This is an optimization exercise on Yosys and OpenROAD, whose aim is small area, not a production implementation.
Only simulation tests tie the RTL to the original design; equivalence was not proved. The clock port is modelled as an ideal driver; clocking choices that lean on that would not hold on a real chip.

==> flow/design.v (excerpt) <==
module cfl_queue (
    input  wire        clk,
    input  wire        rst,           
    input  wire        in_valid,      
    input  wire [63:0] in_msg,        
    input  wire        pop,           
    input  wire        clr_drop,      
    output wire        head_valid,
    output wire [63:0] head_msg,
    output wire [6:0]  count,
    output wire [15:0] drop_count,
    output wire        queue_lost,
    output wire        sev_pending,
    output wire        rec_pending
);
Size: about 12,000 cells after synthesis, about 4,100 flip-flops, roughly 160 I/O pins, about 140,000 um2 of cells after synthesis.
Settings: LEC_CHECK=0, CAP_MARGIN=20, CORE_MARGIN=2, CORE_UTILIZATION=60, SLEW_MARGIN=10, SYNTH_HIERARCHICAL=1; clock period 12.0 ns.
standard.sh (not shown) runs the stock make flow with config.mk's settings and CLKGATE_MAP_FILE= SYNTH_SCRIPT=/design/flow/synth_recipe.tcl, a recipe that flattens the netlist after the stock synthesis.
==> flow/flow/run.sh <==
#!/bin/bash
# The standard layout (standard.sh: ORFS synthesis to final), with three
# changes passed to ORFS through its own variables:
#  - the port buffers are the smallest buffer cell, sky130_fd_sc_hd__buf_1
#    (ORFS otherwise picks sky130_fd_sc_hd__clkdlybuf4s50_1);
#  - the buffers synthesis left are removed at floorplan, without the
#    floorplan-stage timing repair (ORFS REMOVE_ABC_BUFFERS);
#  - clock tree synthesis clusters up to 30 sinks within 80 um per leaf
#    buffer, with sky130_fd_sc_hd__clkbuf_8 above the leaves, and inserts no
#    dummy loads.
# The make output goes to flow.log in this folder; ORFS keeps each step's
# full log under orfs/logs/.
set -euo pipefail
cd "$(dirname "$0")/.."
export BUFFER_PORTS_ARGS="-buffer_cell sky130_fd_sc_hd__buf_1"
export REMOVE_ABC_BUFFERS=1
export CTS_ARGS="-sink_clustering_enable -repair_clock_nets -dont_use_dummy_load -sink_clustering_size 30 -sink_clustering_max_diameter 80 -tree_buf sky130_fd_sc_hd__clkbuf_8"
bash standard.sh finish > flow.log 2>&1
Edit:
--- a/flow/flow/run.sh
+++ b/flow/flow/run.sh
@@ -8,4 +8,3 @@
 #  - clock tree synthesis clusters up to 30 sinks within 80 um per leaf
-#    buffer, with sky130_fd_sc_hd__clkbuf_8 above the leaves, and inserts no
-#    dummy loads.
+#    buffer and inserts no dummy loads.
 # The make output goes to flow.log in this folder; ORFS keeps each step's
@@ -16,3 +15,3 @@
 export REMOVE_ABC_BUFFERS=1
-export CTS_ARGS="-sink_clustering_enable -repair_clock_nets -dont_use_dummy_load -sink_clustering_size 30 -sink_clustering_max_diameter 80 -tree_buf sky130_fd_sc_hd__clkbuf_8"
+export CTS_ARGS="-sink_clustering_enable -repair_clock_nets -dont_use_dummy_load -sink_clustering_size 30 -sink_clustering_max_diameter 80"
 bash standard.sh finish > flow.log 2>&1
Settings changed: CORE_UTILIZATION 60 to 63, SLEW_MARGIN 10 to 35.
=> The new run completed with no timing, DRC or antenna violations. Flip-flop and latch count is unchanged. Utilization increases by 3.7 points. Synthesized cell count does not change. Sequential share of layout area decreases by 0.46 points. Worst hold slack is better by 0.024 ns. Setup slack gets worse by 0.064 ns.
Edit:
Settings changed: CORE_UTILIZATION 63 to 60.
What happened: Setup slack is better by 0.28 ns; global-route usage drops by 8.9 points; cell count went up by about 0.46%; cell area barely changes; area after synthesis stays the same; non-clock buffer count goes down by 55.
Edit:
--- a/flow/flow/run.sh
+++ b/flow/flow/run.sh
@@ -8,3 +8,4 @@
 #  - clock tree synthesis clusters up to 30 sinks within 80 um per leaf
-#    buffer and inserts no dummy loads.
+#    buffer, with sky130_fd_sc_hd__clkbuf_8 above the leaves, and inserts no
+#    dummy loads.
 # The make output goes to flow.log in this folder; ORFS keeps each step's
@@ -15,3 +16,3 @@
 export REMOVE_ABC_BUFFERS=1
-export CTS_ARGS="-sink_clustering_enable -repair_clock_nets -dont_use_dummy_load -sink_clustering_size 30 -sink_clustering_max_diameter 80"
+export CTS_ARGS="-sink_clustering_enable -repair_clock_nets -dont_use_dummy_load -sink_clustering_size 30 -sink_clustering_max_diameter 80 -tree_buf sky130_fd_sc_hd__clkbuf_8"
 bash standard.sh finish > flow.log 2>&1
Settings changed: SLEW_MARGIN 35 to 18.
Result: Setup slack got worse by 0.054 ns; cell area falls by 0.57%; routed wire length stays flat; sequential share of layout area went up by 0.33 points; maximum frequency falls by 0.53%; count of clock-buffer cells in the layout came out lower by 1; worst hold slack degrades by 0.025 ns.
Edit:
Settings changed: SLEW_MARGIN 18 to 22.
Outcome: Register-to-register slack barely changes; setup slack improved by 0.015 ns; via count is about the same; clock-buffer cell count is higher by 1; area after synthesis stays the same; die area is unchanged; fmax stays flat; sequential cell count stays the same; final cell count is about the same.
Edit:
Settings changed: CAP_MARGIN 20 to 12.
=>
- register-to-register slack stays flat
- fmax stays the same
- flip-flop and latch count is unchanged
- routed wire length is unchanged
- critical path depth does not change
- synthesized cell count stays the same
- global-route usage does not change
- synthesized area does not change

== run A ==
cfl_queue, a different RTL version from the one above (not shown whole).
For scale: ~12000 cells after synthesis, roughly 4100 flip-flops.
==> flow/config.mk <==
export PLATFORM = sky130hd
export DESIGN_NAME = cfl_queue
export DESIGN_NICKNAME = cfl_queue
export VERILOG_FILES = /design/flow/design.v
export SDC_FILE = /design/flow/constraint.sdc
export NUM_CORES = 8
export LEC_CHECK = 0
export CAP_MARGIN = 20
export CORE_MARGIN = 2
export CORE_UTILIZATION = 65
export SLEW_MARGIN = 35
export SYNTH_HIERARCHICAL = 1
==> flow/constraint.sdc <==
create_clock -name core_clock -period 12.0 [get_ports {clk}]
set_input_delay 2.4000 -clock core_clock [delete_from_list [all_inputs] [get_ports {clk}]]
set_output_delay 2.4000 -clock core_clock [all_outputs]
set_load 0.01 [all_outputs]
==> flow/flow/run.sh <==
#!/bin/bash
# The standard layout (standard.sh: ORFS synthesis to final), with three
# changes passed to ORFS through its own variables:
#  - the port buffers are the smallest buffer cell, sky130_fd_sc_hd__buf_1
#    (ORFS otherwise picks sky130_fd_sc_hd__clkdlybuf4s50_1);
#  - the buffers synthesis left are removed at floorplan, without the
#    floorplan-stage timing repair (ORFS REMOVE_ABC_BUFFERS);
#  - clock tree synthesis clusters up to 28 sinks within 70 um per leaf
#    buffer and inserts no dummy loads.
# The make output goes to flow.log in this folder; ORFS keeps each step's
# full log under orfs/logs/.
set -euo pipefail
cd "$(dirname "$0")/.."
export BUFFER_PORTS_ARGS="-buffer_cell sky130_fd_sc_hd__buf_1"
export REMOVE_ABC_BUFFERS=1
export CTS_ARGS="-sink_clustering_enable -repair_clock_nets -dont_use_dummy_load -sink_clustering_size 28 -sink_clustering_max_diameter 70"
bash standard.sh finish > flow.log 2>&1
What run B does differently from run A at the input level:
==> flow/run.sh (new file) <==
#!/bin/bash
# synth_recipe.tcl (not shown) runs the flow's synth.tcl, then flattens the netlist and writes it again
# the make line also repeats each setting of config.mk as NAME=value (left out here)
make -C /OpenROAD-flow-scripts/flow DESIGN_CONFIG=/design/flow/config.mk WORK_HOME=/design/flow/orfs CLKGATE_MAP_FILE= SYNTH_SCRIPT=/design/flow/synth_recipe.tcl finish
--- a/flow/config.mk
+++ b/flow/config.mk
@@ -9,3 +9,5 @@
 export CORE_MARGIN = 2
-export CORE_UTILIZATION = 65
+export CORE_UTILIZATION = 60
+export CTS_CLUSTER_DIAMETER = 70
+export CTS_CLUSTER_SIZE = 28
 export SLEW_MARGIN = 35
removed: flow/flow/run.sh
removed: flow/standard.sh
### Flow results
Run B — number of antenna violations at the first check in global routing 26 lower, run A as reference. Count of clock-buffer cells in the layout for run B: about 16% up relative to run A. In run B, hold slack is higher than in run A. Total die area (run B vs. run A) increases by a little under 10%. Run B vs. run A: fraction of the cycle the final worst path needs higher; width of the die higher; wire length lower.
For run C, these inputs were changed with respect to run B:
==> flow/flow/run.sh (new file) <==
#!/bin/bash
# The standard layout (standard.sh: ORFS synthesis to final), with three
# changes passed to ORFS through its own variables:
#  - the port buffers are the smallest buffer cell, sky130_fd_sc_hd__buf_1
#    (ORFS otherwise picks sky130_fd_sc_hd__clkdlybuf4s50_1);
#  - the buffers synthesis left are removed at floorplan, without the
#    floorplan-stage timing repair (ORFS REMOVE_ABC_BUFFERS);
#  - clock tree synthesis clusters up to 30 sinks within 80 um per leaf
#    buffer and inserts no dummy loads.
# The make output goes to flow.log in this folder; ORFS keeps each step's
# full log under orfs/logs/.
set -euo pipefail
cd "$(dirname "$0")/.."
export BUFFER_PORTS_ARGS="-buffer_cell sky130_fd_sc_hd__buf_1"
export REMOVE_ABC_BUFFERS=1
export CTS_ARGS="-sink_clustering_enable -repair_clock_nets -dont_use_dummy_load -sink_clustering_size 30 -sink_clustering_max_diameter 80"
bash standard.sh finish > flow.log 2>&1
==> flow/standard.sh (new file) <==
#!/bin/bash
# synth_recipe.tcl (not shown) runs the flow's synth.tcl, then flattens the netlist and writes it again
# the make line also repeats each setting of config.mk as NAME=value (left out here)
make -C /OpenROAD-flow-scripts/flow DESIGN_CONFIG=/design/flow/config.mk WORK_HOME=/design/flow/orfs CLKGATE_MAP_FILE= SYNTH_SCRIPT=/design/flow/synth_recipe.tcl "${@:-finish}"
--- a/flow/config.mk
+++ b/flow/config.mk
@@ -10,4 +10,2 @@
 export CORE_UTILIZATION = 60
-export CTS_CLUSTER_DIAMETER = 70
-export CTS_CLUSTER_SIZE = 28
 export SLEW_MARGIN = 35
removed: flow/run.sh
### Flow results
Against run B, the final cell area of run C is lower.
Run C vs. run B: worst hold-check slack now sits lower; worst setup slack now sits higher; largest incremental delay on the critical path now sits higher; wire length now sits higher.
Relative to run B, the fmax measured on run C has increased slightly.
In the metrics for run C and run B, the one carrying the lower fill cell total of the finished layout is run B.
Run B vs run C, launch point of the critical path: cnt[3] vs cnt[0]
Re final cycle utilization of the critical path: run B was higher than run C.
Between run C and run B, it is run C whose shortest period the worst path allows is lower, by 0.042 ns.
Between run C and run B, the footprint of the multi-input gates figures differ only marginally.
Modified inputs, run D compared to run C
==> flow/run.sh (new file) <==
#!/bin/bash
# synth_recipe.tcl (not shown) runs the flow's synth.tcl, then flattens the netlist and writes it again
# the make line also repeats each setting of config.mk as NAME=value (left out here)
make -C /OpenROAD-flow-scripts/flow DESIGN_CONFIG=/design/flow/config.mk WORK_HOME=/design/flow/orfs CLKGATE_MAP_FILE= SYNTH_SCRIPT=/design/flow/synth_recipe.tcl finish
--- a/flow/config.mk
+++ b/flow/config.mk
@@ -9,4 +9,6 @@
 export CORE_MARGIN = 2
-export CORE_UTILIZATION = 60
-export SLEW_MARGIN = 35
+export CORE_UTILIZATION = 55
+export CTS_CLUSTER_DIAMETER = 80
+export CTS_CLUSTER_SIZE = 30
+export SLEW_MARGIN = 20
 export SYNTH_HIERARCHICAL = 1
removed: flow/flow/run.sh
removed: flow/standard.sh
- The flow for run D finished, though final verification flagged slew limit.
- Lower path depth of the worst reg2reg path goes to run C over run D.
- met2 usage in global routing down 3.8 points in run D wrt run C
- Going from run C to run D, well-tap cell count grows by 321.
- Worst hold slack on run D is ahead of run C.
- As far as synthesized cell count is concerned, run C and run D perform about the same.
- Compared to run C, run D was floorplanned on a bigger die.
- Run D packs its core looser than run C.
What run E does differently from run D at the input level:
==> flow/flow/run.sh (new file) <==
#!/bin/bash
# The standard layout (standard.sh: ORFS synthesis to final), with two
# changes passed to ORFS through its own variables:
#  - the port buffers are the smallest buffer cell, sky130_fd_sc_hd__buf_1
#    (ORFS otherwise picks sky130_fd_sc_hd__clkdlybuf4s50_1);
#  - clock tree synthesis clusters up to 28 sinks within 70 um per leaf
#    buffer and inserts no dummy loads.
# The make output goes to flow.log in this folder; ORFS keeps each step's
# full log under orfs/logs/.
set -euo pipefail
cd "$(dirname "$0")/.."
export BUFFER_PORTS_ARGS="-buffer_cell sky130_fd_sc_hd__buf_1"
export CTS_ARGS="-sink_clustering_enable -repair_clock_nets -dont_use_dummy_load -sink_clustering_size 28 -sink_clustering_max_diameter 70"
bash standard.sh finish > flow.log 2>&1
==> flow/standard.sh (new file) <==
#!/bin/bash
# synth_recipe.tcl (not shown) runs the flow's synth.tcl, then flattens the netlist and writes it again
# the make line also repeats each setting of config.mk as NAME=value (left out here)
make -C /OpenROAD-flow-scripts/flow DESIGN_CONFIG=/design/flow/config.mk WORK_HOME=/design/flow/orfs CLKGATE_MAP_FILE= SYNTH_SCRIPT=/design/flow/synth_recipe.tcl "${@:-finish}"
--- a/flow/config.mk
+++ b/flow/config.mk
@@ -9,6 +9,4 @@
 export CORE_MARGIN = 2
-export CORE_UTILIZATION = 55
-export CTS_CLUSTER_DIAMETER = 80
-export CTS_CLUSTER_SIZE = 30
-export SLEW_MARGIN = 20
+export CORE_UTILIZATION = 60
+export SLEW_MARGIN = 35
 export SYNTH_HIERARCHICAL = 1
removed: flow/run.sh
Run E: flow completed, timing, DRC and antenna clean. Run E ended up with d[62][12] as its critical path endpoint; run D ended up with d[31][54]. Relative to run D, the clock transition at the registers of the reported paths of run E is lower by 0.02 ns. Delta (run E minus run D): area taken by multi-input logic gates went up by about 0.35%; routed wire length now sits lower; DRC violation count after routing stayed essentially flat. Number of well taps, run E vs run D: down by a little under 10%.
diff inputs: run E => run F
==> flow/run.sh (new file) <==
#!/bin/bash
# synth_recipe.tcl (not shown) runs the flow's synth.tcl, then flattens the netlist and writes it again
# the make line also repeats each setting of config.mk as NAME=value (left out here)
make -C /OpenROAD-flow-scripts/flow DESIGN_CONFIG=/design/flow/config.mk WORK_HOME=/design/flow/orfs CLKGATE_MAP_FILE= SYNTH_SCRIPT=/design/flow/synth_recipe.tcl finish
--- a/flow/config.mk
+++ b/flow/config.mk
@@ -7,6 +7,8 @@
 export LEC_CHECK = 0
-export CAP_MARGIN = 20
+export CAP_MARGIN = 10
 export CORE_MARGIN = 2
 export CORE_UTILIZATION = 60
-export SLEW_MARGIN = 35
+export CTS_CLUSTER_DIAMETER = 60
+export CTS_CLUSTER_SIZE = 24
+export SLEW_MARGIN = 10
 export SYNTH_HIERARCHICAL = 1
removed: flow/flow/run.sh
removed: flow/standard.sh
### Flow results
- Complete run, failing final checks: run F, reason capacitance limit, slew limit.
- Sort run F and run E by count of clock-buffer cells in the layout, ascending, and run E comes first.
- Fraction of layout cells with a size suffix above 1 up 0.31 points in run F wrt run E
- Run F vs. run E: core utilization grew by 0.89 points, HPWL after detailed placement lower.
- Kind of critical path = in -> reg: run E; kind of critical path = reg -> out: run F
- Measured against each other, run F and run E differ in global-route usage over all layers, the lower figure coming from run F.
- Compared with run E, in run F instance count after placement with tap cells included essentially unchanged, DRC marker count from the first detailed-route iteration dropped 283, number of pins exceeding their max-slew limit in the final report rose by 7, setup slack of the critical path after layout decreased 0.063 ns.
- Run comparison: run F cell at the slowest stage of the critical path sky130_fd_sc_hd__o21ai_0; run E cell at the slowest stage of the critical path sky130_fd_sc_hd__or3_2
- Area occupied by multi-input gates: run F lower than run E
- Comparing run F against run E, there is no change at all in count of multi-input gates.

yarrow:
RTL: one of the versions met above, not the one the previous note started from.
Size in the first run: roughly 12000 cells after synthesis, roughly 4100 flip-flops, ~160 I/O pins, roughly 140000 um^2 of cells after synthesis.
## cfl_queue
module cfl_queue (
    input  wire        clk,
    input  wire        rst,           
    input  wire        in_valid,      
    input  wire [63:0] in_msg,        
    input  wire        pop,           
    input  wire        clr_drop,      
    output wire        head_valid,
    output wire [63:0] head_msg,
    output wire [6:0]  count,
    output wire [15:0] drop_count,
    output wire        queue_lost,
    output wire        sev_pending,
    output wire        rec_pending
);
clock: 12.0 ns
lec_check: 0
cap_margin: 20
core_margin: 2
core_utilization: 60
slew_margin: 35
synth_hierarchical: 1
==> flow/flow/run.sh <==
#!/bin/bash
# The standard layout (standard.sh: ORFS synthesis to final), with three
# changes passed to ORFS through its own variables:
#  - the port buffers are the smallest buffer cell, sky130_fd_sc_hd__buf_1
#    (ORFS otherwise picks sky130_fd_sc_hd__clkdlybuf4s50_1);
#  - the buffers synthesis left are removed at floorplan, without the
#    floorplan-stage timing repair (ORFS REMOVE_ABC_BUFFERS);
#  - clock tree synthesis clusters up to 30 sinks within 80 um per leaf
#    buffer, with sky130_fd_sc_hd__clkbuf_8 above the leaves, and inserts no
#    dummy loads.
# The make output goes to flow.log in this folder; ORFS keeps each step's
# full log under orfs/logs/.
set -euo pipefail
cd "$(dirname "$0")/.."
export BUFFER_PORTS_ARGS="-buffer_cell sky130_fd_sc_hd__buf_1"
export REMOVE_ABC_BUFFERS=1
export CTS_ARGS="-sink_clustering_enable -repair_clock_nets -dont_use_dummy_load -sink_clustering_size 30 -sink_clustering_max_diameter 80 -tree_buf sky130_fd_sc_hd__clkbuf_8"
bash standard.sh finish > flow.log 2>&1
yarrow closes out successfully: all stages finished, all timing, DRC and antenna checks passed.
Relative to yarrow, the following input files were edited for amber:
- a change of SLEW_MARGIN from 35 to 14
## What came out
- amber went all the way through synthesis, placement and routing and the layout is clean on timing, DRC and antenna.
- Per the comparison of amber with yarrow, global router's overall resource usage comparable; signed area change from the synthesized netlist to the final layout has decreased.
- Of amber and yarrow, it is amber that has the lower post-detailed-placement cell area.
- Count of clock-buffer cells in the layout was higher in yarrow than in amber.
- Looking at worst hold slack, amber sits 0.011 ns below yarrow.
- Against yarrow, the final cell area of amber is lower.
- Sort yarrow and amber by first-iteration DRC count, descending, and amber comes first.
Modified inputs, zinc compared to amber
- SLEW_MARGIN now 28, was 14
--- outcome ---
zinc: no failed stages, no open violations at the end
Routed wire length of zinc is on par with amber.
A critical path capture point of d[2][43]$_DFF_P_ is what zinc shows, while d[2][14]$_DFF_P_ belongs to amber.
zinc against amber: post-synthesis to final-layout area growth rose by 0.22 points, post-detailed-route via-to-cell ratio was more or less identical.
For cedar, these inputs were changed with respect to zinc:
- CORE_UTILIZATION changed from 60 to 57
- SLEW_MARGIN changed from 28 to 35
diff --git a/flow/flow/run.sh b/flow/flow/run.sh
--- a/flow/flow/run.sh
+++ b/flow/flow/run.sh
@@ -7,6 +7,5 @@
 #    floorplan-stage timing repair (ORFS REMOVE_ABC_BUFFERS);
 #  - clock tree synthesis clusters up to 30 sinks within 80 um per leaf
-#    buffer, with sky130_fd_sc_hd__clkbuf_8 above the leaves, and inserts no
-#    dummy loads.
+#    buffer and inserts no dummy loads.
 # The make output goes to flow.log in this folder; ORFS keeps each step's
 # full log under orfs/logs/.
@@ -15,4 +14,4 @@
 export BUFFER_PORTS_ARGS="-buffer_cell sky130_fd_sc_hd__buf_1"
 export REMOVE_ABC_BUFFERS=1
-export CTS_ARGS="-sink_clustering_enable -repair_clock_nets -dont_use_dummy_load -sink_clustering_size 30 -sink_clustering_max_diameter 80 -tree_buf sky130_fd_sc_hd__clkbuf_8"
+export CTS_ARGS="-sink_clustering_enable -repair_clock_nets -dont_use_dummy_load -sink_clustering_size 30 -sink_clustering_max_diameter 80"
 bash standard.sh finish > flow.log 2>&1
--- outcome ---
zinc → cedar: area of placed instances increased 0.56%; global-route wire length before repair increased 77000 um.
Per the comparison of cedar with zinc, shortest clock period the worst path allows after layout decreased by 0.11 ns relative to the old numbers, insertion delay of the later-clocked pin in the worst-skew pair closely matched the old numbers, net count of the finished layout increased by 0.30% relative to the old numbers.
Changes in harbor relative to cedar:
- SLEW_MARGIN changed from 35 to 28
- CORE_UTILIZATION changed from 57 to 60
==> run summary <==
harbor went all the way through the flow, and no timing, DRC or antenna check failed. | share of final layout cell area taken by clock buffers and inverters | cedar vs harbor | ≈ equal |. Taking cedar as the reference, in harbor final hold slack has increased, transition at the pin with the smallest max-transition slack has increased. For number of antenna diodes, dividing the value from harbor by the value from cedar gives 0.909. Routed length on met2 on harbor is down relative to cedar. Looking at critical path endpoint, the d[39][2]$_DFF_P_ result is from cedar; the d[2][43]$_DFF_P_ one comes from harbor.

## separate check: timing with driven ports
In the flow no input, the clock included, has a driving cell. The finished layouts below were timed again as built, in two steps.
Step 1 sets driving cells, clkbuf_16 on the clock port and buf_2 on the other inputs (assumed; they add their load-dependent delay and slew).
Step 2 times the ports against the registers' clock, not the clock port: input delays grow and output delays shrink by t, the midpoint of the rising clock arrivals with the driver on.
a / b / c = no drivers / after step 1 / after step 2; a / b = the first two.
run	t, ns	slack for setup (ns)	worst data-port slew with drivers (ns)
the first run of note 1	0.984	1.637 / 1.637 / 1.637	0.05
the second run of note 1	1.013	1.573 / 1.573 / 1.573	0.22
the third run of note 1	0.945	1.855 / 1.855 / 1.855	0.06
the fourth run of note 1	0.985	1.800 / 1.800 / 1.800	0.04
the fifth run of note 1	0.987	1.815 / 1.815 / 1.815	0.05
the sixth run of note 1	0.987	1.815 / 1.815 / 1.815	0.05
run A	0.978	2.461 / 2.356 / 1.703	0.12
run B	0.992	2.286 / 2.182 / 1.769	0.12
run C	0.956	2.327 / 2.224 / 1.839	0.13
run D	0.994	1.932 / 2.022 / 1.028	0.08
run E	0.965	2.151 / 2.201 / 1.276	0.13
run F	1.022	2.088 / 1.986 / 1.495	0.16
yarrow	0.990	1.699 / 1.699 / 1.699	0.06
amber	0.983	1.794 / 1.794 / 1.794	0.05
zinc	0.984	1.716 / 1.716 / 1.716	0.06
cedar	0.978	1.827 / 1.827 / 1.827	0.09
harbor	0.956	1.743 / 1.743 / 1.743	0.06
The setup slack of run D, which loses most, moves by +0.090 ns with the drivers and by -0.904 ns with both steps.
